Source: an optimization exercise on an open RTL-to-GDS flow (aim: small area, a short achievable clock period and few clock cycles). Production flows keep margins and buffers that such runs may drop.
In this exercise RTL edits were held to simulation tests only and were not proved equivalent to the original.
No activity file was given, so power comes from the tool's default toggle rates.

File: flow/constraint.sdc
create_clock -name core_clock -period 10.0 [get_ports {clk}]
set_input_delay 2.0000 -clock core_clock [delete_from_list [all_inputs] [get_ports {clk}]]
set_output_delay 2.0000 -clock core_clock [all_outputs]
set_load 0.01 [all_outputs]
File: flow/design.v
module fpdivsqrt (
    input  wire        clk,
    input  wire        rst_n,
    input  wire        in_valid,
    output wire        in_ready,
    input  wire        in_op,
    input  wire [1:0]  in_rnd,
    input  wire        in_ftz,
    input  wire        in_canon,
    input  wire [31:0] in_a,
    input  wire [31:0] in_b,
    output reg         out_valid,
    output reg  [31:0] out_result,
    output reg  [5:0]  out_flags
);
    function rnd_inc;
        input [1:0] mode;
        input       s, lsb, g, st;
        begin
            case (mode)
                2'd0: rnd_inc = g && (st || lsb);
                2'd1: rnd_inc = 1'b0;
                2'd2: rnd_inc = !s && (g || st);
                default: rnd_inc = s && (g || st);
            endcase
        end
    endfunction
    reg        rdy;
    assign in_ready = rdy;
    always @(posedge clk) rdy <= rst_n;
    wire        i_v = in_valid && rdy;
    wire        i_op = in_op, i_ftz = in_ftz, i_canon = in_canon;
    wire [1:0]  i_rnd = in_rnd;
    wire [31:0] i_a = in_a, i_b = in_b;
    wire        is_sqrt = i_op;
    wire        sa = i_a[31], sb = i_b[31];
    wire [7:0]  ea_f = i_a[30:23], eb_f = i_b[30:23];
    wire [22:0] fa = i_a[22:0], fb = i_b[22:0];
    wire a_nan  = (ea_f == 8'hFF) && (fa != 0);
    wire b_nan  = !is_sqrt && (eb_f == 8'hFF) && (fb != 0);
    wire a_snan = a_nan && !fa[22];
    wire b_snan = b_nan && !fb[22];
    wire a_inf  = (ea_f == 8'hFF) && (fa == 0);
    wire b_inf  = (eb_f == 8'hFF) && (fb == 0);
    wire a_sub  = (ea_f == 8'h00) && (fa != 0);
    wire b_sub  = !is_sqrt && (eb_f == 8'h00) && (fb != 0);
    wire a_zero = (ea_f == 8'h00) && ((fa == 0) || i_ftz);
    wire b_zero = (eb_f == 8'h00) && ((fb == 0) || i_ftz);
    wire den_in = i_ftz && (a_sub || b_sub);
    wire        a_ez = (ea_f == 8'h00), b_ez = (eb_f == 8'h00);
    wire [23:0] ma = a_ez ? {fa, 1'b0} : {1'b1, fa};
    wire [23:0] mb = b_ez ? {fb, 1'b0} : {1'b1, fb};
    reg [4:0] lfa, lfb;
    integer i;
    always @(*) begin
        lfa = 5'd0;
        lfb = 5'd0;
        for (i = 0; i < 23; i = i + 1) begin
            if (fa[i]) lfa = 5'd22 - i[4:0];
            if (fb[i]) lfb = 5'd22 - i[4:0];
        end
    end
    wire [4:0]  lza = a_ez ? lfa : 5'd0;
    wire [4:0]  lzb = b_ez ? lfb : 5'd0;
    reg        c_v, c_op, c_ftz, c_canon, c_sa, c_sb, c_den;
    reg        c_anan, c_bnan, c_asnan, c_bsnan, c_ainf, c_binf, c_azero, c_bzero;
    reg [1:0]  c_rnd;
    reg [4:0]  c_lza, c_lzb;
    reg [7:0]  c_ea;
    reg [8:0]  c_ed;
    reg [23:0] c_ma, c_mb;
    always @(posedge clk) begin
        c_v    <= rst_n && i_v;
        c_op   <= i_op;
        c_rnd  <= i_rnd;
        c_ftz  <= i_ftz;
        c_canon <= i_canon;
        c_sa   <= sa;
        c_sb   <= sb;
        c_den  <= den_in;
        c_anan <= a_nan;
        c_bnan <= b_nan;
        c_asnan <= a_snan;
        c_bsnan <= b_snan;
        c_ainf <= a_inf;
        c_binf <= b_inf;
        c_azero <= a_zero;
        c_bzero <= b_zero;
        c_lza  <= lza;
        c_lzb  <= lzb;
        c_ea   <= ea_f;
        c_ed   <= {1'b0, ea_f} - {1'b0, eb_f};
        c_ma   <= ma;
        c_mb   <= mb;
    end
    wire [23:0] na = c_ma << c_lza;
    wire [23:0] nb = c_mb << c_lzb;
    wire signed [10:0] xa = $signed({3'd0, c_ea}) - 11'sd127 - $signed({6'd0, c_lza});
    wire signed [10:0] xd = $signed({{2{c_ed[8]}}, c_ed})
                          - $signed({6'd0, c_lza}) + $signed({6'd0, c_lzb});
    wire signed [10:0] xq = c_op ? (xa >>> 1) : xd;
    reg        sp_sel, sp_inv, sp_dz, sp_pb, sp_pz;
    reg [1:0]  sp_ss;
    reg [1:0]  sp_kind;
    always @(*) begin
        sp_sel  = 1'b1;
        sp_inv  = 1'b0;
        sp_dz   = 1'b0;
        sp_kind = 2'd0;
        sp_ss   = c_op ? 2'd1 : 2'd3;
        sp_pb   = 1'b0;
        sp_pz   = 1'b1;
        if (c_anan || c_bnan) begin
            sp_kind = 2'd2;
            sp_ss   = c_canon ? 2'd0 : (c_anan ? 2'd1 : 2'd2);
            sp_pb   = !c_anan;
            sp_pz   = c_canon;
            sp_inv  = c_asnan || c_bsnan;
        end else if (c_op) begin
            if (c_azero)      sp_kind = 2'd0;
            else if (c_sa)     begin sp_kind = 2'd2; sp_ss = 2'd0; sp_inv = 1'b1; end
            else if (c_ainf)  sp_kind = 2'd1;
            else             sp_sel = 1'b0;
        end else begin
            if ((c_ainf && c_binf) || (c_azero && c_bzero)) begin
                sp_kind = 2'd2; sp_ss = 2'd0; sp_inv = 1'b1;
            end else if (c_ainf)         sp_kind = 2'd1;
            else if (c_binf || c_azero)   sp_kind = 2'd0;
            else if (c_bzero) begin
                sp_kind = 2'd1; sp_dz = 1'b1;
            end else                    sp_sel = 1'b0;
        end
    end
    wire [21:0] pay = sp_pz ? 22'd0 : (sp_pb ? c_mb[21:0] : c_ma[21:0]);
    reg        p_v, p_op, p_ftz, p_sel, p_sgn, p_odd;
    reg [1:0]  p_rnd;
    reg [9:0]  p_e;
    reg [22:0] p_na, p_d;
    always @(posedge clk) begin
        p_v   <= rst_n && c_v;
        p_op  <= c_op;
        p_rnd <= c_rnd;
        p_ftz <= c_ftz;
        p_sel <= sp_sel;
        p_sgn <= (sp_ss[0] & c_sa) ^ (sp_ss[1] & c_sb);
        p_odd <= xa[0];
        p_e   <= sp_sel ? {5'd0, sp_kind, c_den, sp_dz, sp_inv} : xq[9:0];
        p_na  <= na[22:0];
        p_d   <= sp_sel ? {1'b0, pay} : nb[22:0];
    end
    wire [24:0] s_d1   = {1'b0, 1'b1, p_na} - {1'b0, 1'b1, p_d};    
    wire [24:0] s_d2   = {1'b1, p_na, 1'b0} - {1'b0, 1'b1, p_d};    
    wire        a_lt_b = s_d1[24];
    wire [23:0] s_diff = a_lt_b ? s_d2[23:0] : s_d1[23:0];
    wire [25:0] r_div  = {s_diff, 2'b00};
    wire [25:0] r_sqrt = p_odd ? {(p_na[22] ? 2'b10 : 2'b01), p_na[21:0], 2'b00}
                               : {2'b00, p_na, 1'b0};
    wire [9:0]  p_em1  = p_e - 10'd1;
    reg        s0_v, s0_sq, s0_ftz, s0_sel, s0_sgn;
    reg [1:0]  s0_rnd;
    reg [9:0]  s0_e;
    reg [25:0] s0_nfr;
    reg [25:0] s0_r;
    always @(posedge clk) begin
        s0_v   <= rst_n && p_v;
        s0_sq  <= p_op && !p_sel;
        s0_rnd <= p_rnd;
        s0_ftz <= p_ftz;
        s0_sel <= p_sel;
        s0_sgn <= p_sgn;
        s0_e   <= (p_op || p_sel || !a_lt_b) ? p_e : p_em1;
        s0_nfr <= (p_op && !p_sel) ? {1'b0, {25{1'b1}}} : {1'b0, ~p_d, 2'b11};
        s0_r   <= p_op ? r_sqrt : r_div;
    end
    wire [25:0] nf1 = s0_nfr & ~{2'd0, s0_sq, 23'd0};
    wire [28:0] t1x = {1'b0, s0_r, 1'b0, 1'b1} + {2'b11, nf1, 1'b1};
    wire [27:0] t1 = t1x[28:1];
    wire        b1 = !t1[27];
    wire [25:0] r2 = b1 ? t1[25:0] : {s0_r[24:0], 1'b0};
    wire [25:0] nfr2 = s0_nfr & ~{1'd0, s0_sq & b1, 24'd0};
    reg        s1_v, s1_sq, s1_ftz, s1_sel, s1_sgn;
    reg [1:0]  s1_rnd;
    reg [25:0] s1_nfr;
    reg [8:0]  s1_e;
    reg [25:0] s1_r;
    reg [0:0] s1_q;
    always @(posedge clk) begin
        s1_v   <= rst_n && s0_v;
        s1_sq <= s0_sq;
        s1_rnd <= s0_rnd;
        s1_ftz <= s0_ftz;
        s1_sel <= s0_sel;
        s1_sgn <= s0_sgn;
        s1_e <= (s0_e[9:8] == 2'b10) ? 9'h100 : (s0_e[9:8] == 2'b01) ? 9'h0FF : s0_e[8:0];
        s1_nfr <= nfr2;
        s1_r <= r2;
        s1_q <= {b1};
    end
    wire [25:0] nf2 = s1_nfr & ~{3'd0, s1_sq, 22'd0};
    wire [28:0] t2x = {1'b0, s1_r, 1'b0, 1'b1} + {2'b11, nf2, 1'b1};
    wire [27:0] t2 = t2x[28:1];
    wire        b2 = !t2[27];
    wire [25:0] r3 = b2 ? t2[25:0] : {s1_r[24:0], 1'b0};
    wire [25:0] nfr3 = s1_nfr & ~{2'd0, s1_sq & b2, 23'd0};
    reg        s2_v, s2_sq, s2_ftz, s2_sel, s2_sgn;
    reg [1:0]  s2_rnd;
    reg [25:0] s2_nfr;
    reg [8:0]  s2_e;
    reg [25:0] s2_r;
    reg [1:0] s2_q;
    always @(posedge clk) begin
        s2_v   <= rst_n && s1_v;
        s2_sq <= s1_sq;
        s2_rnd <= s1_rnd;
        s2_ftz <= s1_ftz;
        s2_sel <= s1_sel;
        s2_sgn <= s1_sgn;
        s2_e <= s1_e;
        s2_nfr <= nfr3;
        s2_r <= r3;
        s2_q <= {s1_q, b2};
    end
    wire [25:0] nf3 = s2_nfr & ~{4'd0, s2_sq, 21'd0};
    wire [28:0] t3x = {1'b0, s2_r, 1'b0, 1'b1} + {2'b11, nf3, 1'b1};
    wire [27:0] t3 = t3x[28:1];
    wire        b3 = !t3[27];
    wire [25:0] r4 = b3 ? t3[25:0] : {s2_r[24:0], 1'b0};
    wire [25:0] nfr4 = s2_nfr & ~{3'd0, s2_sq & b3, 22'd0};
    reg        s3_v, s3_sq, s3_ftz, s3_sel, s3_sgn;
    reg [1:0]  s3_rnd;
    reg [25:0] s3_nfr;
    reg [8:0]  s3_e;
    reg [25:0] s3_r;
    reg [2:0] s3_q;
    always @(posedge clk) begin
        s3_v   <= rst_n && s2_v;
        s3_sq <= s2_sq;
        s3_rnd <= s2_rnd;
        s3_ftz <= s2_ftz;
        s3_sel <= s2_sel;
        s3_sgn <= s2_sgn;
        s3_e <= s2_e;
        s3_nfr <= nfr4;
        s3_r <= r4;
        s3_q <= {s2_q, b3};
    end
    wire [25:0] nf4 = s3_nfr & ~{5'd0, s3_sq, 20'd0};
    wire [28:0] t4x = {1'b0, s3_r, 1'b0, 1'b1} + {2'b11, nf4, 1'b1};
    wire [27:0] t4 = t4x[28:1];
    wire        b4 = !t4[27];
    wire [25:0] r5 = b4 ? t4[25:0] : {s3_r[24:0], 1'b0};
    wire [25:0] nfr5 = s3_nfr & ~{4'd0, s3_sq & b4, 21'd0};
    reg        s4_v, s4_sq, s4_ftz, s4_sel, s4_sgn;
    reg [1:0]  s4_rnd;
    reg [25:0] s4_nfr;
    reg [8:0]  s4_e;
    reg [25:0] s4_r;
    reg [3:0] s4_q;
    always @(posedge clk) begin
        s4_v   <= rst_n && s3_v;
        s4_sq <= s3_sq;
        s4_rnd <= s3_rnd;
        s4_ftz <= s3_ftz;
        s4_sel <= s3_sel;
        s4_sgn <= s3_sgn;
        s4_e <= s3_e;
        s4_nfr <= nfr5;
        s4_r <= r5;
        s4_q <= {s3_q, b4};
    end
    wire [25:0] nf5 = s4_nfr & ~{6'd0, s4_sq, 19'd0};
    wire [28:0] t5x = {1'b0, s4_r, 1'b0, 1'b1} + {2'b11, nf5, 1'b1};
    wire [27:0] t5 = t5x[28:1];
    wire        b5 = !t5[27];
    wire [25:0] r6 = b5 ? t5[25:0] : {s4_r[24:0], 1'b0};
    wire [25:0] nfr6 = s4_nfr & ~{5'd0, s4_sq & b5, 20'd0};
    reg        s5_v, s5_sq, s5_ftz, s5_sel, s5_sgn;
    reg [1:0]  s5_rnd;
    reg [25:0] s5_nfr;
    reg [8:0]  s5_e;
    reg [25:0] s5_r;
    reg [4:0] s5_q;
    always @(posedge clk) begin
        s5_v   <= rst_n && s4_v;
        s5_sq <= s4_sq;
        s5_rnd <= s4_rnd;
        s5_ftz <= s4_ftz;
        s5_sel <= s4_sel;
        s5_sgn <= s4_sgn;
        s5_e <= s4_e;
        s5_nfr <= nfr6;
        s5_r <= r6;
        s5_q <= {s4_q, b5};
    end
    wire [25:0] nf6 = s5_nfr & ~{7'd0, s5_sq, 18'd0};
    wire [28:0] t6x = {1'b0, s5_r, 1'b0, 1'b1} + {2'b11, nf6, 1'b1};
    wire [27:0] t6 = t6x[28:1];
    wire        b6 = !t6[27];
    wire [25:0] r7 = b6 ? t6[25:0] : {s5_r[24:0], 1'b0};
    wire [25:0] nfr7 = s5_nfr & ~{6'd0, s5_sq & b6, 19'd0};
    reg        s6_v, s6_sq, s6_ftz, s6_sel, s6_sgn;
    reg [1:0]  s6_rnd;
    reg [25:0] s6_nfr;
    reg [8:0]  s6_e;
    reg [25:0] s6_r;
    reg [5:0] s6_q;
    always @(posedge clk) begin
        s6_v   <= rst_n && s5_v;
        s6_sq <= s5_sq;
        s6_rnd <= s5_rnd;
        s6_ftz <= s5_ftz;
        s6_sel <= s5_sel;
        s6_sgn <= s5_sgn;
        s6_e <= s5_e;
        s6_nfr <= nfr7;
        s6_r <= r7;
        s6_q <= {s5_q, b6};
    end
    wire [25:0] nf7 = s6_nfr & ~{8'd0, s6_sq, 17'd0};
    wire [28:0] t7x = {1'b0, s6_r, 1'b0, 1'b1} + {2'b11, nf7, 1'b1};
    wire [27:0] t7 = t7x[28:1];
    wire        b7 = !t7[27];
    wire [25:0] r8 = b7 ? t7[25:0] : {s6_r[24:0], 1'b0};
    wire [25:0] nfr8 = s6_nfr & ~{7'd0, s6_sq & b7, 18'd0};
    reg        s7_v, s7_sq, s7_ftz, s7_sel, s7_sgn;
    reg [1:0]  s7_rnd;
    reg [25:0] s7_nfr;
    reg [8:0]  s7_e;
    reg [25:0] s7_r;
    reg [6:0] s7_q;
    always @(posedge clk) begin
        s7_v   <= rst_n && s6_v;
        s7_sq <= s6_sq;
        s7_rnd <= s6_rnd;
        s7_ftz <= s6_ftz;
        s7_sel <= s6_sel;
        s7_sgn <= s6_sgn;
        s7_e <= s6_e;
        s7_nfr <= nfr8;
        s7_r <= r8;
        s7_q <= {s6_q, b7};
    end
    wire [25:0] nf8 = s7_nfr & ~{9'd0, s7_sq, 16'd0};
    wire [28:0] t8x = {1'b0, s7_r, 1'b0, 1'b1} + {2'b11, nf8, 1'b1};
    wire [27:0] t8 = t8x[28:1];
    wire        b8 = !t8[27];
    wire [25:0] r9 = b8 ? t8[25:0] : {s7_r[24:0], 1'b0};
    wire [25:0] nfr9 = s7_nfr & ~{8'd0, s7_sq & b8, 17'd0};
    reg        s8_v, s8_sq, s8_ftz, s8_sel, s8_sgn;
    reg [1:0]  s8_rnd;
    reg [25:0] s8_nfr;
    reg [8:0]  s8_e;
    reg [25:0] s8_r;
    reg [7:0] s8_q;
    always @(posedge clk) begin
        s8_v   <= rst_n && s7_v;
        s8_sq <= s7_sq;
        s8_rnd <= s7_rnd;
        s8_ftz <= s7_ftz;
        s8_sel <= s7_sel;
        s8_sgn <= s7_sgn;
        s8_e <= s7_e;
        s8_nfr <= nfr9;
        s8_r <= r9;
        s8_q <= {s7_q, b8};
    end
    wire [25:0] nf9 = s8_nfr & ~{10'd0, s8_sq, 15'd0};
    wire [28:0] t9x = {1'b0, s8_r, 1'b0, 1'b1} + {2'b11, nf9, 1'b1};
    wire [27:0] t9 = t9x[28:1];
    wire        b9 = !t9[27];
    wire [25:0] r10 = b9 ? t9[25:0] : {s8_r[24:0], 1'b0};
    wire [25:0] nfr10 = s8_nfr & ~{9'd0, s8_sq & b9, 16'd0};
    reg        s9_v, s9_sq, s9_ftz, s9_sel, s9_sgn;
    reg [1:0]  s9_rnd;
    reg [25:0] s9_nfr;
    reg [8:0]  s9_e;
    reg [25:0] s9_r;
    reg [8:0] s9_q;
    always @(posedge clk) begin
        s9_v   <= rst_n && s8_v;
        s9_sq <= s8_sq;
        s9_rnd <= s8_rnd;
        s9_ftz <= s8_ftz;
        s9_sel <= s8_sel;
        s9_sgn <= s8_sgn;
        s9_e <= s8_e;
        s9_nfr <= nfr10;
        s9_r <= r10;
        s9_q <= {s8_q, b9};
    end
    wire [25:0] nf10 = s9_nfr & ~{11'd0, s9_sq, 14'd0};
    wire [28:0] t10x = {1'b0, s9_r, 1'b0, 1'b1} + {2'b11, nf10, 1'b1};
    wire [27:0] t10 = t10x[28:1];
    wire        b10 = !t10[27];
    wire [25:0] r11 = b10 ? t10[25:0] : {s9_r[24:0], 1'b0};
    wire [25:0] nfr11 = s9_nfr & ~{10'd0, s9_sq & b10, 15'd0};
    reg        s10_v, s10_sq, s10_ftz, s10_sel, s10_sgn;
    reg [1:0]  s10_rnd;
    reg [25:0] s10_nfr;
    reg [8:0]  s10_e;
    reg [25:0] s10_r;
    reg [9:0] s10_q;
    always @(posedge clk) begin
        s10_v   <= rst_n && s9_v;
        s10_sq <= s9_sq;
        s10_rnd <= s9_rnd;
        s10_ftz <= s9_ftz;
        s10_sel <= s9_sel;
        s10_sgn <= s9_sgn;
        s10_e <= s9_e;
        s10_nfr <= nfr11;
        s10_r <= r11;
        s10_q <= {s9_q, b10};
    end
    wire [25:0] nf11 = s10_nfr & ~{12'd0, s10_sq, 13'd0};
    wire [28:0] t11x = {1'b0, s10_r, 1'b0, 1'b1} + {2'b11, nf11, 1'b1};
    wire [27:0] t11 = t11x[28:1];
    wire        b11 = !t11[27];
    wire [25:0] r12 = b11 ? t11[25:0] : {s10_r[24:0], 1'b0};
    wire [25:0] nfr12 = s10_nfr & ~{11'd0, s10_sq & b11, 14'd0};
    reg        s11_v, s11_sq, s11_ftz, s11_sel, s11_sgn;
    reg [1:0]  s11_rnd;
    reg [25:0] s11_nfr;
    reg [8:0]  s11_e;
    reg [25:0] s11_r;
    reg [10:0] s11_q;
    always @(posedge clk) begin
        s11_v   <= rst_n && s10_v;
        s11_sq <= s10_sq;
        s11_rnd <= s10_rnd;
        s11_ftz <= s10_ftz;
        s11_sel <= s10_sel;
        s11_sgn <= s10_sgn;
        s11_e <= s10_e;
        s11_nfr <= nfr12;
        s11_r <= r12;
        s11_q <= {s10_q, b11};
    end
    wire [25:0] nf12 = s11_nfr & ~{13'd0, s11_sq, 12'd0};
    wire [28:0] t12x = {1'b0, s11_r, 1'b0, 1'b1} + {2'b11, nf12, 1'b1};
    wire [27:0] t12 = t12x[28:1];
    wire        b12 = !t12[27];
    wire [25:0] r13 = b12 ? t12[25:0] : {s11_r[24:0], 1'b0};
    wire [25:0] nfr13 = s11_nfr & ~{12'd0, s11_sq & b12, 13'd0};
    reg        s12_v, s12_sq, s12_ftz, s12_sel, s12_sgn;
    reg [1:0]  s12_rnd;
    reg [25:0] s12_nfr;
    reg [8:0]  s12_e;
    reg [25:0] s12_r;
    reg [11:0] s12_q;
    always @(posedge clk) begin
        s12_v   <= rst_n && s11_v;
        s12_sq <= s11_sq;
        s12_rnd <= s11_rnd;
        s12_ftz <= s11_ftz;
        s12_sel <= s11_sel;
        s12_sgn <= s11_sgn;
        s12_e <= s11_e;
        s12_nfr <= nfr13;
        s12_r <= r13;
        s12_q <= {s11_q, b12};
    end
    wire [25:0] nf13 = s12_nfr & ~{14'd0, s12_sq, 11'd0};
    wire [28:0] t13x = {1'b0, s12_r, 1'b0, 1'b1} + {2'b11, nf13, 1'b1};
    wire [27:0] t13 = t13x[28:1];
    wire        b13 = !t13[27];
    wire [25:0] r14 = b13 ? t13[25:0] : {s12_r[24:0], 1'b0};
    wire [25:0] nfr14 = s12_nfr & ~{13'd0, s12_sq & b13, 12'd0};
    reg        s13_v, s13_sq, s13_ftz, s13_sel, s13_sgn;
    reg [1:0]  s13_rnd;
    reg [25:0] s13_nfr;
    reg [8:0]  s13_e;
    reg [25:0] s13_r;
    reg [12:0] s13_q;
    always @(posedge clk) begin
        s13_v   <= rst_n && s12_v;
        s13_sq <= s12_sq;
        s13_rnd <= s12_rnd;
        s13_ftz <= s12_ftz;
        s13_sel <= s12_sel;
        s13_sgn <= s12_sgn;
        s13_e <= s12_e;
        s13_nfr <= nfr14;
        s13_r <= r14;
        s13_q <= {s12_q, b13};
    end
    wire [25:0] nf14 = s13_nfr & ~{15'd0, s13_sq, 10'd0};
    wire [28:0] t14x = {1'b0, s13_r, 1'b0, 1'b1} + {2'b11, nf14, 1'b1};
    wire [27:0] t14 = t14x[28:1];
    wire        b14 = !t14[27];
    wire [25:0] r15 = b14 ? t14[25:0] : {s13_r[24:0], 1'b0};
    wire [25:0] nfr15 = s13_nfr & ~{14'd0, s13_sq & b14, 11'd0};
    reg        s14_v, s14_sq, s14_ftz, s14_sel, s14_sgn;
    reg [1:0]  s14_rnd;
    reg [25:0] s14_nfr;
    reg [8:0]  s14_e;
    reg [25:0] s14_r;
    reg [13:0] s14_q;
    always @(posedge clk) begin
        s14_v   <= rst_n && s13_v;
        s14_sq <= s13_sq;
        s14_rnd <= s13_rnd;
        s14_ftz <= s13_ftz;
        s14_sel <= s13_sel;
        s14_sgn <= s13_sgn;
        s14_e <= s13_e;
        s14_nfr <= nfr15;
        s14_r <= r15;
        s14_q <= {s13_q, b14};
    end
    wire [25:0] nf15 = s14_nfr & ~{16'd0, s14_sq, 9'd0};
    wire [28:0] t15x = {1'b0, s14_r, 1'b0, 1'b1} + {2'b11, nf15, 1'b1};
    wire [27:0] t15 = t15x[28:1];
    wire        b15 = !t15[27];
    wire [25:0] r16 = b15 ? t15[25:0] : {s14_r[24:0], 1'b0};
    wire [25:0] nfr16 = s14_nfr & ~{15'd0, s14_sq & b15, 10'd0};
    reg        s15_v, s15_sq, s15_ftz, s15_sel, s15_sgn;
    reg [1:0]  s15_rnd;
    reg [25:0] s15_nfr;
    reg [8:0]  s15_e;
    reg [25:0] s15_r;
    reg [14:0] s15_q;
    always @(posedge clk) begin
        s15_v   <= rst_n && s14_v;
        s15_sq <= s14_sq;
        s15_rnd <= s14_rnd;
        s15_ftz <= s14_ftz;
        s15_sel <= s14_sel;
        s15_sgn <= s14_sgn;
        s15_e <= s14_e;
        s15_nfr <= nfr16;
        s15_r <= r16;
        s15_q <= {s14_q, b15};
    end
    wire [25:0] nf16 = s15_nfr & ~{17'd0, s15_sq, 8'd0};
    wire [28:0] t16x = {1'b0, s15_r, 1'b0, 1'b1} + {2'b11, nf16, 1'b1};
    wire [27:0] t16 = t16x[28:1];
    wire        b16 = !t16[27];
    wire [25:0] r17 = b16 ? t16[25:0] : {s15_r[24:0], 1'b0};
    wire [25:0] nfr17 = s15_nfr & ~{16'd0, s15_sq & b16, 9'd0};
    reg        s16_v, s16_sq, s16_ftz, s16_sel, s16_sgn;
    reg [1:0]  s16_rnd;
    reg [25:0] s16_nfr;
    reg [8:0]  s16_e;
    reg [25:0] s16_r;
    reg [15:0] s16_q;
    always @(posedge clk) begin
        s16_v   <= rst_n && s15_v;
        s16_sq <= s15_sq;
        s16_rnd <= s15_rnd;
        s16_ftz <= s15_ftz;
        s16_sel <= s15_sel;
        s16_sgn <= s15_sgn;
        s16_e <= s15_e;
        s16_nfr <= nfr17;
        s16_r <= r17;
        s16_q <= {s15_q, b16};
    end
    wire [25:0] nf17 = s16_nfr & ~{18'd0, s16_sq, 7'd0};
    wire [28:0] t17x = {1'b0, s16_r, 1'b0, 1'b1} + {2'b11, nf17, 1'b1};
    wire [27:0] t17 = t17x[28:1];
    wire        b17 = !t17[27];
    wire [25:0] r18 = b17 ? t17[25:0] : {s16_r[24:0], 1'b0};
    wire [25:0] nfr18 = s16_nfr & ~{17'd0, s16_sq & b17, 8'd0};
    reg        s17_v, s17_sq, s17_ftz, s17_sel, s17_sgn;
    reg [1:0]  s17_rnd;
    reg [25:0] s17_nfr;
    reg [8:0]  s17_e;
    reg [25:0] s17_r;
    reg [16:0] s17_q;
    always @(posedge clk) begin
        s17_v   <= rst_n && s16_v;
        s17_sq <= s16_sq;
        s17_rnd <= s16_rnd;
        s17_ftz <= s16_ftz;
        s17_sel <= s16_sel;
        s17_sgn <= s16_sgn;
        s17_e <= s16_e;
        s17_nfr <= nfr18;
        s17_r <= r18;
        s17_q <= {s16_q, b17};
    end
    wire [25:0] nf18 = s17_nfr & ~{19'd0, s17_sq, 6'd0};
    wire [28:0] t18x = {1'b0, s17_r, 1'b0, 1'b1} + {2'b11, nf18, 1'b1};
    wire [27:0] t18 = t18x[28:1];
    wire        b18 = !t18[27];
    wire [25:0] r19 = b18 ? t18[25:0] : {s17_r[24:0], 1'b0};
    wire [25:0] nfr19 = s17_nfr & ~{18'd0, s17_sq & b18, 7'd0};
    reg        s18_v, s18_sq, s18_ftz, s18_sel, s18_sgn;
    reg [1:0]  s18_rnd;
    reg [25:0] s18_nfr;
    reg [8:0]  s18_e;
    reg [25:0] s18_r;
    reg [17:0] s18_q;
    always @(posedge clk) begin
        s18_v   <= rst_n && s17_v;
        s18_sq <= s17_sq;
        s18_rnd <= s17_rnd;
        s18_ftz <= s17_ftz;
        s18_sel <= s17_sel;
        s18_sgn <= s17_sgn;
        s18_e <= s17_e;
        s18_nfr <= nfr19;
        s18_r <= r19;
        s18_q <= {s17_q, b18};
    end
    wire [25:0] nf19 = s18_nfr & ~{20'd0, s18_sq, 5'd0};
    wire [28:0] t19x = {1'b0, s18_r, 1'b0, 1'b1} + {2'b11, nf19, 1'b1};
    wire [27:0] t19 = t19x[28:1];
    wire        b19 = !t19[27];
    wire [25:0] r20 = b19 ? t19[25:0] : {s18_r[24:0], 1'b0};
    wire [25:0] nfr20 = s18_nfr & ~{19'd0, s18_sq & b19, 6'd0};
    reg        s19_v, s19_sq, s19_ftz, s19_sel, s19_sgn;
    reg [1:0]  s19_rnd;
    reg [25:0] s19_nfr;
    reg [8:0]  s19_e;
    reg [25:0] s19_r;
    reg [18:0] s19_q;
    always @(posedge clk) begin
        s19_v   <= rst_n && s18_v;
        s19_sq <= s18_sq;
        s19_rnd <= s18_rnd;
        s19_ftz <= s18_ftz;
        s19_sel <= s18_sel;
        s19_sgn <= s18_sgn;
        s19_e <= s18_e;
        s19_nfr <= nfr20;
        s19_r <= r20;
        s19_q <= {s18_q, b19};
    end
    wire [25:0] nf20 = s19_nfr & ~{21'd0, s19_sq, 4'd0};
    wire [28:0] t20x = {1'b0, s19_r, 1'b0, 1'b1} + {2'b11, nf20, 1'b1};
    wire [27:0] t20 = t20x[28:1];
    wire        b20 = !t20[27];
    wire [25:0] r21 = b20 ? t20[25:0] : {s19_r[24:0], 1'b0};
    wire [25:0] nfr21 = s19_nfr & ~{20'd0, s19_sq & b20, 5'd0};
    reg        s20_v, s20_sq, s20_ftz, s20_sel, s20_sgn;
    reg [1:0]  s20_rnd;
    reg [25:0] s20_nfr;
    reg [8:0]  s20_e;
    reg [25:0] s20_r;
    reg [19:0] s20_q;
    always @(posedge clk) begin
        s20_v   <= rst_n && s19_v;
        s20_sq <= s19_sq;
        s20_rnd <= s19_rnd;
        s20_ftz <= s19_ftz;
        s20_sel <= s19_sel;
        s20_sgn <= s19_sgn;
        s20_e <= s19_e;
        s20_nfr <= nfr21;
        s20_r <= r21;
        s20_q <= {s19_q, b20};
    end
    wire [25:0] nf21 = s20_nfr & ~{22'd0, s20_sq, 3'd0};
    wire [28:0] t21x = {1'b0, s20_r, 1'b0, 1'b1} + {2'b11, nf21, 1'b1};
    wire [27:0] t21 = t21x[28:1];
    wire        b21 = !t21[27];
    wire [25:0] r22 = b21 ? t21[25:0] : {s20_r[24:0], 1'b0};
    wire [25:0] nfr22 = s20_nfr & ~{21'd0, s20_sq & b21, 4'd0};
    reg        s21_v, s21_sq, s21_ftz, s21_sel, s21_sgn;
    reg [1:0]  s21_rnd;
    reg [25:0] s21_nfr;
    reg [8:0]  s21_e;
    reg [25:0] s21_r;
    reg [20:0] s21_q;
    always @(posedge clk) begin
        s21_v   <= rst_n && s20_v;
        s21_sq <= s20_sq;
        s21_rnd <= s20_rnd;
        s21_ftz <= s20_ftz;
        s21_sel <= s20_sel;
        s21_sgn <= s20_sgn;
        s21_e <= s20_e;
        s21_nfr <= nfr22;
        s21_r <= r22;
        s21_q <= {s20_q, b21};
    end
    wire [25:0] nf22 = s21_nfr & ~{23'd0, s21_sq, 2'd0};
    wire [28:0] t22x = {1'b0, s21_r, 1'b0, 1'b1} + {2'b11, nf22, 1'b1};
    wire [27:0] t22 = t22x[28:1];
    wire        b22 = !t22[27];
    wire [25:0] r23 = b22 ? t22[25:0] : {s21_r[24:0], 1'b0};
    wire [25:0] nfr23 = s21_nfr & ~{22'd0, s21_sq & b22, 3'd0};
    reg        s22_v, s22_sq, s22_ftz, s22_sel, s22_sgn;
    reg [1:0]  s22_rnd;
    reg [25:0] s22_nfr;
    reg [8:0]  s22_e;
    reg [25:0] s22_r;
    reg [21:0] s22_q;
    always @(posedge clk) begin
        s22_v   <= rst_n && s21_v;
        s22_sq <= s21_sq;
        s22_rnd <= s21_rnd;
        s22_ftz <= s21_ftz;
        s22_sel <= s21_sel;
        s22_sgn <= s21_sgn;
        s22_e <= s21_e;
        s22_nfr <= nfr23;
        s22_r <= r23;
        s22_q <= {s21_q, b22};
    end
    wire [25:0] nf23 = s22_nfr & ~{24'd0, s22_sq, 1'd0};
    wire [28:0] t23x = {1'b0, s22_r, 1'b0, 1'b1} + {2'b11, nf23, 1'b1};
    wire [27:0] t23 = t23x[28:1];
    wire        b23 = !t23[27];
    wire [25:0] r24 = b23 ? t23[25:0] : {s22_r[24:0], 1'b0};
    wire [25:0] nfr24 = s22_nfr & ~{23'd0, s22_sq & b23, 2'd0};
    reg        s23_v, s23_sq, s23_ftz, s23_sel, s23_sgn;
    reg [1:0]  s23_rnd;
    reg [25:0] s23_nfr;
    wire signed [12:0] e_unb = {{4{s22_e[8]}}, s22_e};
    wire signed [12:0] dsh_raw = -13'sd126 - e_unb;
    wire [12:0] e_bias  = e_unb + 13'sd127;
    reg        s23_sub, s23_m127;
    reg [4:0]  s23_dsh;
    reg [8:0]  s23_eb;
    reg [25:0] s23_r;
    reg [22:0] s23_q;
    always @(posedge clk) begin
        s23_v   <= rst_n && s22_v;
        s23_sq <= s22_sq;
        s23_rnd <= s22_rnd;
        s23_ftz <= s22_ftz;
        s23_sel <= s22_sel;
        s23_sgn <= s22_sgn;
        s23_sub  <= (e_unb < -13'sd126);
        s23_m127 <= (e_unb == -13'sd127);
        s23_dsh  <= (dsh_raw > 13'sd26) ? 5'd26 : dsh_raw[4:0];
        s23_eb   <= s22_sel ? {4'd0, s22_e[4:0]} : e_bias[8:0];
        s23_nfr <= nfr24;
        s23_r <= r24;
        s23_q <= {s22_q, b23};
    end
    wire [25:0] nf24    = s23_nfr & ~{25'd0, s23_sq};
    wire [28:0] t24x    = {1'b0, s23_r, 1'b0, 1'b1} + {2'b11, nf24, 1'b1};
    wire        g24     = !t24x[28];     
    wire        stk     = g24 ? ({s23_r, 1'b0} != {1'b0, ~nf24}) : (s23_r != 26'd0);
    wire        m_sub   = s23_sub;
    wire        m_m127  = s23_m127;
    wire [4:0]  m_dsh   = s23_dsh;
    wire [23:0] n_mant  = {1'b1, s23_q};
    wire        n_ones  = (s23_q == 23'h7F_FFFF);
    wire        inc24   = rnd_inc(s23_rnd, s23_sgn, n_mant[0], g24, stk);
    wire        carry24 = inc24 && n_ones;
    wire        tiny    = m_sub && !(m_m127 && carry24);
    wire [51:0] dm      = {n_mant, 28'd0} >> m_dsh;
    wire [23:0] d_mant  = dm[51:28];
    wire        d_guard = (m_dsh == 5'd0) ? g24 : dm[27];
    wire        d_stk   = (dm[26:0] != 27'd0) || stk || ((m_dsh != 5'd0) && g24);
    reg        u_v, u_ftz, u_sel, u_sgn, u_tiny, u_sub, u_guard, u_stk, u_ovf0, u_ovf1, u_ones;
    reg [1:0]  u_rnd;
    reg [7:0]  u_eb;
    reg [23:0] u_mant;
    always @(posedge clk) begin
        u_v     <= rst_n && s23_v;
        u_ftz   <= s23_ftz;
        u_rnd   <= s23_rnd;
        u_sel   <= s23_sel;
        u_sgn   <= s23_sgn;
        u_tiny  <= tiny;
        u_sub   <= m_sub;
        u_guard <= m_sub ? d_guard : g24;
        u_stk   <= m_sub ? d_stk   : stk;
        u_mant  <= s23_sel ? {s23_eb[4:3], ~s23_nfr[23:2]} : (m_sub ? d_mant : n_mant);
        u_eb    <= s23_sel ? {5'd0, s23_eb[2:0]} : s23_eb[7:0];
        u_ovf0  <= (s23_eb >= 9'd255);
        u_ovf1  <= (s23_eb >= 9'd254);
        u_ones  <= n_ones && !m_sub;    
    end
    wire         inexact = u_guard || u_stk;
    wire         inc     = rnd_inc(u_rnd, u_sgn, u_mant[0], u_guard, u_stk);
    wire [24:0]  m_inc   = {1'b0, u_mant} + 25'd1;
    wire [24:0]  r_mant  = inc ? m_inc : {1'b0, u_mant};
    wire         cy      = inc && u_ones;    
    wire [7:0]   eb_inc  = u_eb + 8'd1;
    wire [7:0]   e_b     = u_sub ? {7'd0, r_mant[23]} : (cy ? eb_inc : u_eb);
    wire [22:0]  frac    = cy ? 23'd0 : r_mant[22:0];
    wire         ovf     = !u_sub && (cy ? u_ovf1 : u_ovf0);
    wire         to_max  = (u_rnd == 2'd1) || (u_rnd == 2'd3 && !u_sgn) || (u_rnd == 2'd2 && u_sgn);
    reg [31:0] res;
    reg [5:0]  flg;    
    always @(*) begin
        flg = 6'd0;
        if (u_sel) begin
            case (u_mant[23:22])
                2'd0:    res = {u_sgn, 31'd0};
                2'd1:    res = {u_sgn, 8'hFF, 23'd0};
                default: res = {u_sgn, 8'hFF, 1'b1, u_mant[21:0]};
            endcase
            flg[5] = u_eb[2];
            flg[1] = u_eb[1];
            flg[0] = u_eb[0];
        end else if (u_ftz && u_tiny) begin
            res = {u_sgn, 31'd0};
            flg[4:3] = 2'b11;
            flg[5] = 1'b1;
        end else if (ovf) begin
            res = to_max ? {u_sgn, 8'hFE, 23'h7F_FFFF} : {u_sgn, 8'hFF, 23'd0};
            flg[4] = 1'b1;
            flg[2] = 1'b1;
        end else begin
            res = {u_sgn, e_b, frac};
            flg[4] = inexact;
            flg[3] = u_tiny && inexact;
        end
    end
    always @(posedge clk) begin
        out_valid  <= rst_n && u_v;
        out_result <= res;
        out_flags  <= flg;
    end
endmodule
File: flow/flow/run.sh
#!/bin/bash
set -euo pipefail
bash standard.sh SETUP_SLACK_MARGIN=6.6 "BUFFER_PORTS_ARGS=-buffer_cell sky130_fd_sc_hd__buf_4" > standard.log 2>&1
File: flow/config.mk
export PLATFORM = sky130hd
export DESIGN_NAME = fpdivsqrt
export DESIGN_NICKNAME = fpdivsqrt
export VERILOG_FILES = /design/flow/design.v
export SDC_FILE = /design/flow/constraint.sdc
export NUM_CORES = 4
export LEC_CHECK = 0
export CAP_MARGIN = 50
export CORE_MARGIN = 2
export CORE_UTILIZATION = 40
export CTS_CLUSTER_DIAMETER = 100
export CTS_CLUSTER_SIZE = 30
export SLEW_MARGIN = 70
export TNS_END_PERCENT = 100
File: flow/standard.sh
#!/bin/bash
# synth_recipe.tcl (not shown) runs the flow's synth.tcl, then flattens the netlist and writes it again
# the make line also repeats each setting of config.mk as NAME=value (left out here)
make -C /OpenROAD-flow-scripts/flow DESIGN_CONFIG=/design/flow/config.mk WORK_HOME=/design/flow/orfs CLKGATE_MAP_FILE= SYNTH_SCRIPT=/design/flow/synth_recipe.tcl "${@:-finish}"
==> impl_metrics.json, run 1 <==
{
  "status": "timing/DRC/antenna clean",
  "startpoint": "p_na[0]$_SDFF_PP0_",
  "fmax_mhz": 305,
  "die-area_sq_um": 212000,
  "crit_path_max_fanout": 11,
  "cts_buffers": 82,
  "hpwl_mm": 137,
  "r2r_slack_ns": 6.72,
  "htree_num_levels": 3,
  "synth_compound_area_frac": 0.160,
  "drt_pass1_iterations": 5,
  "fin_setup_tns_ns": 0,
  "synth_adder_area_share": 0.100,
  "setup_violations": 0,
  "port_buffers": 111,
  "ir_drop_v": 0.000172,
  "drc": 0,
  "grt.total_usage": 0.163,
  "place_inst": 10906,
  "synth.distinct_cells": 100,
  "async_reset_ff_frac": 0,
  "netlist_area_sq_um": 83200,
  "start_kind": "register",
  "ys_warn_count": 1,
  "cts_tree": "built",
  "tightest_slew_ns": 0.475,
  "layout_common_cells": "2021 x dfxtp_1, 624 x a21oi_1, 609 x ha_1",
  "area_delta_synth_final_pct": 9.34,
  "syn-num-nets": 8849,
  "period_share": 0.328,
  "max_slew_margin": 0.683,
  "drive_above_1_share": 0.104,
  "place_congestion": 0.867,
  "top_register": "out_result",
  "fin_util": 0.440,
  "fin_cells": 11036,
  "ios": 112,
  "dieWidth_um": 460,
  "wl_per_cell_um": 16.1,
  "required_ns": 10.69,
  "gr-total-overflow": 0,
  "grt_pass1_wl_mm": 288,
  "r2r-start": "p_na[0]$_SDFF_PP0_",
  "clock_latency_ns": 0.78,
  "final_common_cell": "dfxtp_1",
  "crit_path_end_kind": "register",
  "num_vias": 57326,
  "synthMuxAreaShare": 0.0677,
  "path_clk_slew_ns": 0.11,
  "antenna_left": 0,
  "start_util": 0.402,
  "yosysTopAreaCellShare": 0.490,
  "clock-sinks": 2037,
  "maxCapViolations": 0,
  "fin_skew_ns": 0.0638,
  "cp_common_cell": "a21oi_2",
  "cp_cell_sequence": "inv_1 > ha_1 > fa_1 > nand2b_4 > a21oi_2 > o211ai_1 > a21oi_2 > nor2_2 > o31a_4 > buf_6 > nor4b_1 > a21o_1 > o31a_1",
  "core_sq_um": 207000,
  "post-route-min-period_ns": 3.28,
  "synth_xor_xnor_area_share": 0.0520,
  "cpPeakStageDelay_ns": 0.40,
  "clock_path_buffers": 3,
  "hp-class": "register to register",
  "drtIter0Drc": 3290,
  "ys_ff_latch": 2037,
  "ys.flop_type": "dfxtp_1",
  "root_buffer": "clkbuf_16",
  "avgSynthCellArea_sq_um": 10.2,
  "yosysTopAreaCell": "dfxtp_1",
  "path_delay_family": "compound AO/OA/AOI/OAI gates",
  "reg_top3": "out_result x32, s0_r x25, s23_r x25",
  "grt_max_degree": 51,
  "arrival_ns": 3.97,
  "synth.area.top_cells": "dfxtp_1 49%, ha_1 9.2%, mux2_2 4.4%",
  "drt_wl_total_mm": 178,
  "final-hold-violation-count": 0,
  "vias_per_cell": 5.19,
  "total_power_mw": 34.5,
  "synth_top_family_by_area": "compound AO/OA/AOI/OAI gates",
  "worst_path_max_delay_cell": "fa_1",
  "netlist_instances": 8137,
  "grt_pass1_vias": 56325,
  "die_y_um": 460,
  "hold_slack_ns": 0.291,
  "slew_violations": 0,
  "rows": 167,
  "fin_nets": 8936,
  "min-delay-start": "s14_q[0]$_DFF_P_",
  "synth-edff-count": 0,
  "rsz0062_at_grt": "false",
  "p_per_area_nw_per_um2": 379,
  "path_buf_inv": 2,
  "antenna_found_initial": 4,
  "path_class": "register to register",
  "largest_reg_flops": 32,
  "power.leakage_nw": 37.8,
  "synthSimpleGateAreaFrac": 0.107,
  "ys_seq_area_frac": 0.490
}
## per-layer routing
layer,up-vias,share of wire,global-route usage
met5,-,0.000073,0
met2,898,0.47,0.280
met3,218,0.036,0.0219
met1,27169,0.47,0.217
met4,2,0.021,0.0379
li1,29039,-,-
## area by class of cell
cell class                 count  area (sq um)
timing repair buffer         184          1550
fill                       19474        116000
clock buffer                  85          2070
inverter                     306          1170
multi-input combinational   5613         41500
tap                         2788          3490
sequential                  2037         40800
clock inverter                21           445
antenna                        2          5.00
## path summary, 6_finish.rpt
| path | depth (start not counted) | end |
|---|---|---|
| worst max-delay path | 13 | s0_r[18]$_DFF_P_ |
| worst min-delay path | 0 | s15_q[1]$_DFF_P_ |
| worst max register to register | 13 | s0_r[18]$_DFF_P_ |
| worst min register to register | 0 | s15_q[1]$_DFF_P_ |
## cells in the mapped netlist, drive strengths merged, types with 34 or more instances
library cell and n:
nor2 588, o22ai 41, o21ai 454, a21o 215
nor2b 115, mux2i 138, o21bai 71, mux2 340
nor4 34, buf 62, inv 302, nand2 498
a211oi 111, xor2 187, nor3 118, nand3 118
a21boi 43, o21a 110, a21oi 649, o31ai 40
o211ai 36, nand2b 100, and3 63, ha 609
xnor2 307, a31oi 76, clkbuf 119, dfxtp 2037
and2 66, nand4 54, or3 36
## through the flow
| step | cell area (sq um) | setup slack, ns |
|---|---|---|
| floorplan | 83300 | 6.48 |
| global placement | 87100 | 5.57 |
| detailed placement | 87700 | 6.02 |
| CTS | 90300 | 6.58 |
| global route | 91000 | 6.59 |
| finish | 91000 | 6.72 |
## power by group
group	total, mW	internal [mW]	switching [mW]
registers	12.7	11.0	1.61
logic	17.7	8.27	9.40
clock network	4.15	1.62	2.53
total	34.5	20.9	13.5
## timing repair
item | 4_1_cts | 5_1_grt
hold buffers | 0 | 0
setup buffers | 3 | 7
gates cloned | 0 | 1
setup endpoints to repair | 43 | 162
pin swaps | 6 | 8
gates resized for setup | 12 | 38
## cell families after synthesis
kind of cell	after synthesis
and+or+nand+nor	1879
xor gates and xnor gates	494
muxes	494
buffers and inverters	487
adders and majority gates	649
AOI/OAI and AO/OA	2097
DFF	2037
Testbench counts, summed over its fixed seeds: cycles 5,016.
==> run 2: changes to the inputs <==
--- a/flow/design.v
+++ b/flow/design.v
@@ -180,3 +180,3 @@
     wire [25:0] nfr2 = s0_nfr & ~{1'd0, s0_sq & b1, 24'd0};
-    reg        s1_v, s1_sq, s1_ftz, s1_sel, s1_sgn;
+    reg        s1_v, s1_sq, s1_ftz, s1_sgn;
     reg [1:0]  s1_rnd;
@@ -191,5 +191,4 @@
         s1_ftz <= s0_ftz;
-        s1_sel <= s0_sel;
         s1_sgn <= s0_sgn;
-        s1_e <= (s0_e[9:8] == 2'b10) ? 9'h100 : (s0_e[9:8] == 2'b01) ? 9'h0FF : s0_e[8:0];
+        s1_e <= s0_sel ? {4'b1000, s0_e[4:0]} : ($signed(s0_e) < -10'sd224) ? 9'h120 : ($signed(s0_e) > 10'sd255) ? 9'h0FF : s0_e[8:0];
         s1_nfr <= nfr2;
@@ -204,3 +203,3 @@
     wire [25:0] nfr3 = s1_nfr & ~{2'd0, s1_sq & b2, 23'd0};
-    reg        s2_v, s2_sq, s2_ftz, s2_sel, s2_sgn;
+    reg        s2_v, s2_sq, s2_ftz, s2_sgn;
     reg [1:0]  s2_rnd;
@@ -215,3 +214,2 @@
         s2_ftz <= s1_ftz;
-        s2_sel <= s1_sel;
         s2_sgn <= s1_sgn;
@@ -228,3 +226,3 @@
     wire [25:0] nfr4 = s2_nfr & ~{3'd0, s2_sq & b3, 22'd0};
-    reg        s3_v, s3_sq, s3_ftz, s3_sel, s3_sgn;
+    reg        s3_v, s3_sq, s3_ftz, s3_sgn;
     reg [1:0]  s3_rnd;
@@ -239,3 +237,2 @@
         s3_ftz <= s2_ftz;
-        s3_sel <= s2_sel;
         s3_sgn <= s2_sgn;
@@ -252,3 +249,3 @@
     wire [25:0] nfr5 = s3_nfr & ~{4'd0, s3_sq & b4, 21'd0};
-    reg        s4_v, s4_sq, s4_ftz, s4_sel, s4_sgn;
+    reg        s4_v, s4_sq, s4_ftz, s4_sgn;
     reg [1:0]  s4_rnd;
@@ -263,3 +260,2 @@
         s4_ftz <= s3_ftz;
-        s4_sel <= s3_sel;
         s4_sgn <= s3_sgn;
@@ -276,3 +272,3 @@
     wire [25:0] nfr6 = s4_nfr & ~{5'd0, s4_sq & b5, 20'd0};
-    reg        s5_v, s5_sq, s5_ftz, s5_sel, s5_sgn;
+    reg        s5_v, s5_sq, s5_ftz, s5_sgn;
     reg [1:0]  s5_rnd;
@@ -287,3 +283,2 @@
         s5_ftz <= s4_ftz;
-        s5_sel <= s4_sel;
         s5_sgn <= s4_sgn;
@@ -300,3 +295,3 @@
     wire [25:0] nfr7 = s5_nfr & ~{6'd0, s5_sq & b6, 19'd0};
-    reg        s6_v, s6_sq, s6_ftz, s6_sel, s6_sgn;
+    reg        s6_v, s6_sq, s6_ftz, s6_sgn;
     reg [1:0]  s6_rnd;
@@ -311,3 +306,2 @@
         s6_ftz <= s5_ftz;
-        s6_sel <= s5_sel;
         s6_sgn <= s5_sgn;
@@ -324,3 +318,3 @@
     wire [25:0] nfr8 = s6_nfr & ~{7'd0, s6_sq & b7, 18'd0};
-    reg        s7_v, s7_sq, s7_ftz, s7_sel, s7_sgn;
+    reg        s7_v, s7_sq, s7_ftz, s7_sgn;
     reg [1:0]  s7_rnd;
@@ -335,3 +329,2 @@
         s7_ftz <= s6_ftz;
-        s7_sel <= s6_sel;
         s7_sgn <= s6_sgn;
@@ -348,3 +341,3 @@
     wire [25:0] nfr9 = s7_nfr & ~{8'd0, s7_sq & b8, 17'd0};
-    reg        s8_v, s8_sq, s8_ftz, s8_sel, s8_sgn;
+    reg        s8_v, s8_sq, s8_ftz, s8_sgn;
     reg [1:0]  s8_rnd;
@@ -359,3 +352,2 @@
         s8_ftz <= s7_ftz;
-        s8_sel <= s7_sel;
         s8_sgn <= s7_sgn;
@@ -372,3 +364,3 @@
     wire [25:0] nfr10 = s8_nfr & ~{9'd0, s8_sq & b9, 16'd0};
-    reg        s9_v, s9_sq, s9_ftz, s9_sel, s9_sgn;
+    reg        s9_v, s9_sq, s9_ftz, s9_sgn;
     reg [1:0]  s9_rnd;
@@ -383,3 +375,2 @@
         s9_ftz <= s8_ftz;
-        s9_sel <= s8_sel;
         s9_sgn <= s8_sgn;
@@ -396,3 +387,3 @@
     wire [25:0] nfr11 = s9_nfr & ~{10'd0, s9_sq & b10, 15'd0};
-    reg        s10_v, s10_sq, s10_ftz, s10_sel, s10_sgn;
+    reg        s10_v, s10_sq, s10_ftz, s10_sgn;
     reg [1:0]  s10_rnd;
@@ -407,3 +398,2 @@
         s10_ftz <= s9_ftz;
-        s10_sel <= s9_sel;
         s10_sgn <= s9_sgn;
@@ -420,3 +410,3 @@
     wire [25:0] nfr12 = s10_nfr & ~{11'd0, s10_sq & b11, 14'd0};
-    reg        s11_v, s11_sq, s11_ftz, s11_sel, s11_sgn;
+    reg        s11_v, s11_sq, s11_ftz, s11_sgn;
     reg [1:0]  s11_rnd;
@@ -431,3 +421,2 @@
         s11_ftz <= s10_ftz;
-        s11_sel <= s10_sel;
         s11_sgn <= s10_sgn;
@@ -444,3 +433,3 @@
     wire [25:0] nfr13 = s11_nfr & ~{12'd0, s11_sq & b12, 13'd0};
-    reg        s12_v, s12_sq, s12_ftz, s12_sel, s12_sgn;
+    reg        s12_v, s12_sq, s12_ftz, s12_sgn;
     reg [1:0]  s12_rnd;
@@ -455,3 +444,2 @@
         s12_ftz <= s11_ftz;
-        s12_sel <= s11_sel;
         s12_sgn <= s11_sgn;
@@ -468,3 +456,3 @@
     wire [25:0] nfr14 = s12_nfr & ~{13'd0, s12_sq & b13, 12'd0};
-    reg        s13_v, s13_sq, s13_ftz, s13_sel, s13_sgn;
+    reg        s13_v, s13_sq, s13_ftz, s13_sgn;
     reg [1:0]  s13_rnd;
@@ -479,3 +467,2 @@
         s13_ftz <= s12_ftz;
-        s13_sel <= s12_sel;
         s13_sgn <= s12_sgn;
@@ -492,3 +479,3 @@
     wire [25:0] nfr15 = s13_nfr & ~{14'd0, s13_sq & b14, 11'd0};
-    reg        s14_v, s14_sq, s14_ftz, s14_sel, s14_sgn;
+    reg        s14_v, s14_sq, s14_ftz, s14_sgn;
     reg [1:0]  s14_rnd;
@@ -503,3 +490,2 @@
         s14_ftz <= s13_ftz;
-        s14_sel <= s13_sel;
         s14_sgn <= s13_sgn;
@@ -516,3 +502,3 @@
     wire [25:0] nfr16 = s14_nfr & ~{15'd0, s14_sq & b15, 10'd0};
-    reg        s15_v, s15_sq, s15_ftz, s15_sel, s15_sgn;
+    reg        s15_v, s15_sq, s15_ftz, s15_sgn;
     reg [1:0]  s15_rnd;
@@ -527,3 +513,2 @@
         s15_ftz <= s14_ftz;
-        s15_sel <= s14_sel;
         s15_sgn <= s14_sgn;
@@ -540,3 +525,3 @@
     wire [25:0] nfr17 = s15_nfr & ~{16'd0, s15_sq & b16, 9'd0};
-    reg        s16_v, s16_sq, s16_ftz, s16_sel, s16_sgn;
+    reg        s16_v, s16_sq, s16_ftz, s16_sgn;
     reg [1:0]  s16_rnd;
@@ -551,3 +536,2 @@
         s16_ftz <= s15_ftz;
-        s16_sel <= s15_sel;
         s16_sgn <= s15_sgn;
@@ -564,3 +548,3 @@
     wire [25:0] nfr18 = s16_nfr & ~{17'd0, s16_sq & b17, 8'd0};
-    reg        s17_v, s17_sq, s17_ftz, s17_sel, s17_sgn;
+    reg        s17_v, s17_sq, s17_ftz, s17_sgn;
     reg [1:0]  s17_rnd;
@@ -575,3 +559,2 @@
         s17_ftz <= s16_ftz;
-        s17_sel <= s16_sel;
         s17_sgn <= s16_sgn;
@@ -588,3 +571,3 @@
     wire [25:0] nfr19 = s17_nfr & ~{18'd0, s17_sq & b18, 7'd0};
-    reg        s18_v, s18_sq, s18_ftz, s18_sel, s18_sgn;
+    reg        s18_v, s18_sq, s18_ftz, s18_sgn;
     reg [1:0]  s18_rnd;
@@ -599,3 +582,2 @@
         s18_ftz <= s17_ftz;
-        s18_sel <= s17_sel;
         s18_sgn <= s17_sgn;
@@ -612,3 +594,3 @@
     wire [25:0] nfr20 = s18_nfr & ~{19'd0, s18_sq & b19, 6'd0};
-    reg        s19_v, s19_sq, s19_ftz, s19_sel, s19_sgn;
+    reg        s19_v, s19_sq, s19_ftz, s19_sgn;
     reg [1:0]  s19_rnd;
@@ -623,3 +605,2 @@
         s19_ftz <= s18_ftz;
-        s19_sel <= s18_sel;
         s19_sgn <= s18_sgn;
@@ -636,3 +617,3 @@
     wire [25:0] nfr21 = s19_nfr & ~{20'd0, s19_sq & b20, 5'd0};
-    reg        s20_v, s20_sq, s20_ftz, s20_sel, s20_sgn;
+    reg        s20_v, s20_sq, s20_ftz, s20_sgn;
     reg [1:0]  s20_rnd;
@@ -647,3 +628,2 @@
         s20_ftz <= s19_ftz;
-        s20_sel <= s19_sel;
         s20_sgn <= s19_sgn;
@@ -660,3 +640,3 @@
     wire [25:0] nfr22 = s20_nfr & ~{21'd0, s20_sq & b21, 4'd0};
-    reg        s21_v, s21_sq, s21_ftz, s21_sel, s21_sgn;
+    reg        s21_v, s21_sq, s21_ftz, s21_sgn;
     reg [1:0]  s21_rnd;
@@ -671,3 +651,2 @@
         s21_ftz <= s20_ftz;
-        s21_sel <= s20_sel;
         s21_sgn <= s20_sgn;
@@ -684,3 +663,3 @@
     wire [25:0] nfr23 = s21_nfr & ~{22'd0, s21_sq & b22, 3'd0};
-    reg        s22_v, s22_sq, s22_ftz, s22_sel, s22_sgn;
+    reg        s22_v, s22_sq, s22_ftz, s22_sgn;
     reg [1:0]  s22_rnd;
@@ -695,3 +674,2 @@
         s22_ftz <= s21_ftz;
-        s22_sel <= s21_sel;
         s22_sgn <= s21_sgn;
@@ -708,3 +686,4 @@
     wire [25:0] nfr24 = s22_nfr & ~{23'd0, s22_sq & b23, 2'd0};
-    reg        s23_v, s23_sq, s23_ftz, s23_sel, s23_sgn;
+    reg        s23_v, s23_sq, s23_ftz, s23_sgn;
+    reg        s23_sel;
     reg [1:0]  s23_rnd;
@@ -721,2 +700,3 @@
         s23_v   <= rst_n && s22_v;
+        s23_sel <= (s22_e[8:5] == 4'b1000);
         s23_sq <= s22_sq;
@@ -724,3 +704,2 @@
         s23_ftz <= s22_ftz;
-        s23_sel <= s22_sel;
         s23_sgn <= s22_sgn;
@@ -729,3 +708,3 @@
         s23_dsh  <= (dsh_raw > 13'sd26) ? 5'd26 : dsh_raw[4:0];
-        s23_eb   <= s22_sel ? {4'd0, s22_e[4:0]} : e_bias[8:0];
+        s23_eb   <= (s22_e[8:5] == 4'b1000) ? {4'd0, s22_e[4:0]} : e_bias[8:0];
         s23_nfr <= nfr24;
==> run 2 against run 1 <==
Effect of this change: first-iteration DRC count grew 9.6%; largest cell class unchanged; sequential share of layout area fell by 0.24 points; design area is 0.52% lower; hold slack better by 0.032 ns; cell count is essentially flat; maximum frequency is 0.72% lower; critical path depth shrank 12.
==> impl_metrics.json, run 2 <==
{
  "status": "timing/DRC/antenna clean",
  "cpPeakStageDelay_ns": 0.42,
  "die-area_sq_um": 210000,
  "slew_violations": 0,
  "synth.distinct_cells": 102,
  "yosysTopAreaCellShare": 0.490,
  "power.share.clock": 0.128,
  "setup_violations": 0,
  "crit_path_max_fanout": 1,
  "drt_wl_total_mm": 186,
  "die_y_um": 458,
  "vias_per_cell": 5.25,
  "avgSynthCellArea_sq_um": 10.1,
  "max_slew_margin": 0.680,
  "crit_path_end_kind": "output pin",
  "drc": 0,
  "fmax_mhz": 303,
  "synth_common_cells": "2015 x dfxtp_1, 630 x a21oi_1, 609 x ha_1",
  "place_congestion": 0.882,
  "reg_top3": "out_result x32, s0_r x25, s23_r x25",
  "grt.total_usage": 0.170,
  "worst_path_max_delay_cell": "dfxtp_1",
  "rows": 166,
  "htree_num_levels": 3,
  "synth_most_common_cell": "dfxtp_1",
  "layout_common_cells": "1994 x dfxtp_1, 613 x a21oi_1, 603 x ha_1",
  "r2r_cells": 12,
  "path_buf_inv": 1,
  "path_clk_slew_ns": 0.11,
  "fin_skew_ns": 0.0342,
  "rsz0062_at_grt": "true",
  "ys_ff_latch": 2015,
  "path_class": "register to output pin",
  "p_int_mw": 20.7,
  "top_register": "out_result",
  "drt_pass1_iterations": 6,
  "netlist_instances": 8188,
  "hpwl_mm": 142,
  "num_vias": 57876,
  "p_per_area_nw_per_um2": 382,
  "synth.area.top_cells": "dfxtp_1 49%, ha_1 9.3%, a21oi_1 3.8%",
  "wl_per_cell_um": 16.9,
  "yosysTopAreaCell": "dfxtp_1",
  "period_share": 0.330,
  "drive_above_1_share": 0.0980,
  "required_ns": 8.00,
  "async_reset_ff_frac": 0,
  "gr-total-overflow": 0,
  "ir_drop_v": 0.000209,
  "power.leakage_nw": 37.9,
  "root_buffer": "clkbuf_16",
  "largest_reg_flops": 32,
  "antenna_found_initial": 9,
  "tightest_slew_ns": 0.475,
  "dieWidth_um": 458,
  "ys_warn_count": 1,
  "num-fill-cells": 19239,
  "cp_cell_sequence": "buf_4",
  "fin_setup_tns_ns": 0,
  "path_delay_family": "flip-flops",
  "grt_pass1_vias": 55376,
  "ys_seq_area_frac": 0.490,
  "clock-sinks": 2015,
  "post-route-cell-area_sq_um": 90500,
  "clock_path_buffers": 3,
  "netlist_area_sq_um": 82400,
  "post-route-min-period_ns": 3.30,
  "fin_nets": 9007,
  "final-hold-violation-count": 0,
  "swShare": 0.402,
  "seqPwrFrac": 0.368,
  "grt_pass1_wl_mm": 293,
  "synth-edff-count": 0,
  "drtIter0Drc": 3607,
  "port_buffers": 111,
  "antenna_left": 0,
  "hp-class": "register to register",
  "ios": 112,
  "core_sq_um": 205000,
  "area_delta_synth_final_pct": 9.95,
  "start_util": 0.403,
  "maxCapViolations": 0,
  "p_sw_mw": 13.9,
  "placed_area_sq_um": 86600,
  "fin_util": 0.443,
  "clock_latency_ns": 0.76,
  "comb_power_share": 0.504,
  "ys.flop_type": "dfxtp_1",
  "start_kind": "register",
  "arrival_ns": 1.30,
  "whs_path_depth": 0,
  "syn-num-nets": 8900,
  "path_depth": 1,
  "cts_buffers": 88,
  "final_common_cell": "dfxtp_1",
  "grt_max_degree": 46,
  "cts_tree": "built"
}
## run 2: changes by cell type in the layout (fill, tap and decap cells not counted), moves of 16 or more
cell and delta:
o21ai_0 +140, a21o_1 +27, xnor2_1 -18, mux2_2 -117, nand2_1 +107, mux2i_1 -17, nand3_1 -20, xor2_1 +23
dfxtp_1 -27, o211ai_1 +16, nor2_1 -22, buf_4 +22
## run 2: logic make-up after synthesis
| kind of cell | synth area share |
|---|---|
| AO/OA/AOI/OAI | 0.171 |
| XOR/XNOR | 0.0531 |
| adder cells (fa/ha/maj) | 0.100 |
| buffers and inverters | 0.0237 |
| flip-flops | 0.490 |
| multiplexers | 0.0509 |
| AND/OR/NAND/NOR | 0.112 |
## run 2: per-layer routing
metal | part of all wire | track usage | vias up
met5 | 0.000070 | 0 | -
met4 | 0.023 | 0.0427 | 2
met3 | 0.034 | 0.0200 | 251
met2 | 0.48 | 0.297 | 1003
met1 | 0.46 | 0.223 | 27438
li1 | - | - | 29182
## run 2: layout make-up
| cell class | instances | area (sq um) | area share |
|---|---|---|---|
| Antenna cell | 2 | 5.00 | 0.0000553 |
| Clock buffer | 97 | 2330 | 0.0257 |
| Timing Repair Buffer | 215 | 1850 | 0.0204 |
| Multi-Input combinational cell | 5683 | 41000 | 0.453 |
| Sequential cell | 2015 | 40400 | 0.446 |
| Inverter | 292 | 1110 | 0.0123 |
| Clock inverter | 36 | 512 | 0.00565 |
| Tap cell | 2688 | 3360 | 0.0371 |
## run 2: repair_timing
item,in CTS,in global routing
setup buffers,10,29
resized for setup,26,86
pin swaps,9,27
cloned,0,5
hold buffers,0,0
setup endpoints to repair,103,177
## run 2: stage by stage
stage / worst slack, ns / std cells / total power, mW / hold WS, ns
5_1_grt: 6.51 / 11028 / 37.4 / 0.326
6_report: 6.70 / 11028 / 34.6 / 0.323
2_1_floorplan: 6.57 / 8188 / 25.3 / 0.310
3_5_place_dp: 6.18 / 10844 / 29.6 / 0.312
3_3_place_gp: 5.74 / 10818 / 29.0 / 0.310
4_1_cts: 6.57 / 10987 / 34.2 / 0.326
## run 2: worst reg2reg max path: cells and delay by family (launching register included)
kind            cells  cell delay [ns]
fa+ha+maj           1             0.31
flops               1             0.36
compound gates      7             1.72
mux                 1             0.33
buf+inv             3             0.48
## run 2: power by group through the flow
stage / Combinational, mW / Clock [mW] / Sequential (mW)
after global placement: 16.1 / 0 / 12.9
after global routing: 19.5 / 4.90 / 13.0
after CTS: 16.8 / 4.63 / 12.8
after detailed placement: 16.6 / 0 / 12.9
final: 17.4 / 4.42 / 12.7
after floorplan: 13.3 / 0 / 12.0
## run 2: path summary, 6_finish.rpt
kind                                         startpoint              end  slack (ns)
worst min-delay path                    s18_ftz$_DFF_P_  s19_ftz$_DFF_P_        0.32
worst max register to register        s7_nfr[3]$_DFF_P_  s8_r[6]$_DFF_P_        6.71
worst min register to register          s18_ftz$_DFF_P_  s19_ftz$_DFF_P_        0.32
worst max-delay path            out_flags[4]$_SDFF_PP0_     out_flags[4]        6.70
Testbench counts of run 2, summed over its fixed seeds: cycles 5,016.

## separate check: timing with driven ports
In the flow no input, the clock included, has a driving cell. The finished layouts below were timed again as built, in two steps. Step 1 (the two cells are an assumption about what drives the block):
set clk [get_ports {clk}]
set_driving_cell -lib_cell sky130_fd_sc_hd__clkbuf_16 $clk
set_driving_cell -lib_cell sky130_fd_sc_hd__buf_2 [delete_from_list [all_inputs] $clk]
Step 2 moves the port delays by t, midway between the first and last clock arrival at a register: inputs arrive t later, outputs are due t later. That takes back most of the time a late clock gives input paths. Slacks: ideal / step 1 / step 2; pairs: ideal / step 1.
run | t (ns) | setup slack, ns | slew at the worst register clock pin (ns)
run 1 | 0.839 | 6.722 / 6.644 / 6.146 | 0.12 / 0.12
run 2 | 0.822 | 6.698 / 6.610 / 6.188 | 0.11 / 0.11
After both steps setup and hold are still met in every run listed. The setup slack of run 1, which loses most, moves by -0.078 ns with the drivers and by -0.576 ns with both steps.
